Source: an optimization exercise on an open RTL-to-GDS flow (aim: small area and a short achievable clock period). Production flows keep margins and buffers that such runs may drop.
Power is estimated from default activity; no workload was simulated.

## job 676
Design ce_dalu, start of the top module:
module ce_dalu (
    input  wire        clk,
    input  wire        rst,          
    input  wire        ins_valid,    
    input  wire [31:0] ins,          
    input  wire [2:0]  rd_sel,       
    output wire [15:0] rd_data,
    output wire [39:0] acc,          
    output wire [4:0]  flags         
);
Settings: LEC_CHECK=0, ABC_AREA=1, CAP_MARGIN=20, CORE_MARGIN=2, CORE_UTILIZATION=45, CTS_BUF_LIST=sky130_fd_sc_hd__clkbuf_8, CTS_CLUSTER_DIAMETER=60, CTS_CLUSTER_SIZE=15, SLEW_MARGIN=20; clock period 20.0 ns.
standard.sh (not shown) runs the stock make flow with config.mk's settings and CLKGATE_MAP_FILE= SYNTH_SCRIPT=/design/flow/synth_recipe.tcl, a recipe that flattens the netlist after the stock synthesis.
==> flow/flow/run.sh <==
#!/bin/bash
# Standard layout, with these changes:
#  - synthesis: the standard synthesis script, sourcing a copy of ORFS's
#    synth.tcl whose only change is the ABC step (see below);
#  - after synthesis, fapol2.py picks a polarity for every full adder so
#    that the netlist needs fewer inverters; the result is kept only if ABC
#    proves it equivalent to the synthesized netlist;
#  - plain buffers (not delay cells) on the ports;
#  - the resizer's timing repair asked for more setup slack than the
#    standard flow.
set -euo pipefail
W=$PWD
F=$W/flow
# the ALU adder module is kept apart until the end of synthesis (as
# SYNTH_KEEP_MODULES does), left out of full-adder extraction and mapped for
# delay (flow/abc_fast.script); the rest is mapped with flow/abc.script
FAST="ce_dalu_add16"
sed 's#^  log_cmd abc {\*}$abc_args$#  log_cmd abc -script '"$F"'/abc.script {*}[lrange $abc_args 2 end] '"$FAST"' %% %n\n  log_cmd abc -script '"$F"'/abc_fast.script {*}[lrange $abc_args 2 end] '"$FAST"'#' \
    "$FLOW_HOME/scripts/synth.tcl" > "$W/synth_mine.tcl"
sed -i 's#^  extract_fa {\*}\[dont_use_extract_fa_args\]$#  extract_fa {*}[dont_use_extract_fa_args] '"$FAST"' %% %n#' "$W/synth_mine.tcl"
grep -q "abc_fast.script" "$W/synth_mine.tcl"
grep -q "extract_fa .*%n" "$W/synth_mine.tcl"
sed 's#source $::env(SCRIPTS_DIR)/synth.tcl#source '"$W"'/synth_mine.tcl#' \
    "$W/synth_recipe.tcl" > "$W/synth_recipe_mine.tcl"
grep -q "synth_mine.tcl" "$W/synth_recipe_mine.tcl"
ARGS=(SYNTH_SCRIPT="$W/synth_recipe_mine.tcl" SYNTH_KEEP_MODULES="$FAST"
      BUFFER_PORTS_ARGS="-buffer_cell sky130_fd_sc_hd__buf_2"
      SETUP_SLACK_MARGIN=10 TNS_END_PERCENT=100)
bash standard.sh "${ARGS[@]}" synth > make_synth.log 2>&1

# full-adder polarity clean-up, checked by ABC's combinational equivalence
R=$W/orfs/results/sky130hd/ce_dalu/base
LIB=$FLOW_HOME/platforms/sky130hd/lib/sky130_fd_sc_hd__tt_025C_1v80.lib
cp "$R/1_2_yosys.v" "$W/netlist_synth.v"
python3 "$F/fapol2.py" "$W/netlist_synth.v" "$W/netlist_fapol.v" > fapol.log 2>&1
for n in synth fapol; do
  cat > "$W/blif_$n.ys" <<EOY
read_liberty -ignore_miss_func $LIB
read_verilog $W/netlist_$n.v
hierarchy -top ce_dalu
flatten
opt_clean
techmap
opt -fast
dfflegalize -cell \$_DFF_P_ x
write_blif $W/netlist_$n.blif
EOY
  yosys -q -s "$W/blif_$n.ys" > "yosys_blif_$n.log" 2>&1
done
yosys-abc -c "cec $W/netlist_synth.blif $W/netlist_fapol.blif" > cec.log 2>&1 || true
if grep -q "Networks are equivalent" cec.log; then
  cp "$W/netlist_fapol.v" "$R/1_2_yosys.v"
  echo "fapol netlist used" >> fapol.log
else
  echo "fapol netlist NOT used" >> fapol.log
fi
bash standard.sh "${ARGS[@]}" finish > make.log 2>&1
==> flow/flow/abc_fast.script <==
strash
dch -f
map -D 500
topo
stime -c
buffer -c
upsize -c -D 500
dnsize -c -D 500
Other scripts of this flow, unchanged in this note and not shown: flow/flow/abc.script, flow/flow/fapol2.py
> inputs changed (job 676 -> job 6367)
diff --git a/flow/flow/run.sh b/flow/flow/run.sh
--- a/flow/flow/run.sh
+++ b/flow/flow/run.sh
@@ -4 +4 @@
-#    synth.tcl whose only change is the ABC step (see below);
+#    synth.tcl whose only change is the ABC script (flow/abc.script);
@@ -14,5 +14 @@
-# the ALU adder module is kept apart until the end of synthesis (as
-# SYNTH_KEEP_MODULES does), left out of full-adder extraction and mapped for
-# delay (flow/abc_fast.script); the rest is mapped with flow/abc.script
-FAST="ce_dalu_add16"
-sed 's#^  log_cmd abc {\*}$abc_args$#  log_cmd abc -script '"$F"'/abc.script {*}[lrange $abc_args 2 end] '"$FAST"' %% %n\n  log_cmd abc -script '"$F"'/abc_fast.script {*}[lrange $abc_args 2 end] '"$FAST"'#' \
+sed 's#^  log_cmd abc {\*}$abc_args$#  log_cmd abc -script '"$F"'/abc.script {*}[lrange $abc_args 2 end]#' \
@@ -20,3 +16 @@
-sed -i 's#^  extract_fa {\*}\[dont_use_extract_fa_args\]$#  extract_fa {*}[dont_use_extract_fa_args] '"$FAST"' %% %n#' "$W/synth_mine.tcl"
-grep -q "abc_fast.script" "$W/synth_mine.tcl"
-grep -q "extract_fa .*%n" "$W/synth_mine.tcl"
+grep -q "abc.script" "$W/synth_mine.tcl"
@@ -26 +20 @@
-ARGS=(SYNTH_SCRIPT="$W/synth_recipe_mine.tcl" SYNTH_KEEP_MODULES="$FAST"
+ARGS=(SYNTH_SCRIPT="$W/synth_recipe_mine.tcl"
@@ -28 +22 @@
-      SETUP_SLACK_MARGIN=10 TNS_END_PERCENT=100)
+      SETUP_SLACK_MARGIN=10 TNS_END_PERCENT=0)
removed: flow/flow/abc_fast.script
[summary]
Relative to job 676, the width of the chip measured on job 6367 has decreased slightly.
Diff job 676 -> job 6367: total power after layout lower, overall routed net length lower, post-route cell area lower, setup slack lower, wire length on met2 lower.
The global-route track usage on met1 reported for job 6367 is smaller than that of job 676 by 1.5 points.
Modified inputs, job 8940 compared to job 6367
diff --git a/flow/flow/run.sh b/flow/flow/run.sh
--- a/flow/flow/run.sh
+++ b/flow/flow/run.sh
@@ -4 +4 @@
-#    synth.tcl whose only change is the ABC script (flow/abc.script);
+#    synth.tcl whose only change is the ABC step (see below);
@@ -14 +14,5 @@
-sed 's#^  log_cmd abc {\*}$abc_args$#  log_cmd abc -script '"$F"'/abc.script {*}[lrange $abc_args 2 end]#' \
+# the ALU adder module is kept apart until the end of synthesis (as
+# SYNTH_KEEP_MODULES does), left out of full-adder extraction and mapped for
+# delay (flow/abc_fast.script); the rest is mapped with flow/abc.script
+FAST="ce_dalu_add16"
+sed 's#^  log_cmd abc {\*}$abc_args$#  log_cmd abc -script '"$F"'/abc.script {*}[lrange $abc_args 2 end] '"$FAST"' %% %n\n  log_cmd abc -script '"$F"'/abc_fast.script {*}[lrange $abc_args 2 end] '"$FAST"'#' \
@@ -16 +20,3 @@
-grep -q "abc.script" "$W/synth_mine.tcl"
+sed -i 's#^  extract_fa {\*}\[dont_use_extract_fa_args\]$#  extract_fa {*}[dont_use_extract_fa_args] '"$FAST"' %% %n#' "$W/synth_mine.tcl"
+grep -q "abc_fast.script" "$W/synth_mine.tcl"
+grep -q "extract_fa .*%n" "$W/synth_mine.tcl"
@@ -20 +26 @@
-ARGS=(SYNTH_SCRIPT="$W/synth_recipe_mine.tcl"
+ARGS=(SYNTH_SCRIPT="$W/synth_recipe_mine.tcl" SYNTH_KEEP_MODULES="$FAST"
==> flow/flow/abc_fast.script (new file) <==
strash
dch -f
map -D 500
topo
stime -c
buffer -c
upsize -c -D 500
dnsize -c -D 500
--- outcome ---
Job 8940 vs job 6367 — highest ir drop seen on vdd rose 7.8%.
Changes observed in job 8940 relative to job 6367: buffering overhead went down by 1.2 points; synthesized cell count went up by 2.3%; net switching component of the power went up by 490 uW.
No run of this note included a check of the RTL's function; only the layout flow was run.

-- port drivers added, routing unchanged --
No port has a modelled driver above. Below, the same layouts with a new extraction and two added sets of constraints.
Step 1 (the two cells are an assumption about what drives the block):
set clk [get_ports {clk}]
set_driving_cell -lib_cell sky130_fd_sc_hd__clkbuf_16 $clk
set_driving_cell -lib_cell sky130_fd_sc_hd__buf_2 [delete_from_list [all_inputs] $clk]
Step 2 moves the port delays by t, midway between the first and last clock arrival at a register: inputs arrive t later, outputs are due t later. That takes back most of the time a late clock gives input paths.
Three values: ideal, step 1, step 2; two values: the first two.
run | t, ns | setup slack, ns | latest minus earliest clock arrival (ns) | pins driven straight from the clock port
job 676 | 0.673 | 10.103 / 10.075 / 9.586 | 0.068 / 0.068 | 1
job 6367 | 0.708 | 10.048 / 9.999 / 9.364 | 0.036 / 0.036 | 1
job 8940 | 0.670 | 10.100 / 10.093 / 9.423 | 0.067 / 0.066 | 1
After both steps every run listed still meets setup and hold. The setup slack of job 6367, which loses most, moves by -0.049 ns with the drivers and by -0.684 ns with both steps.
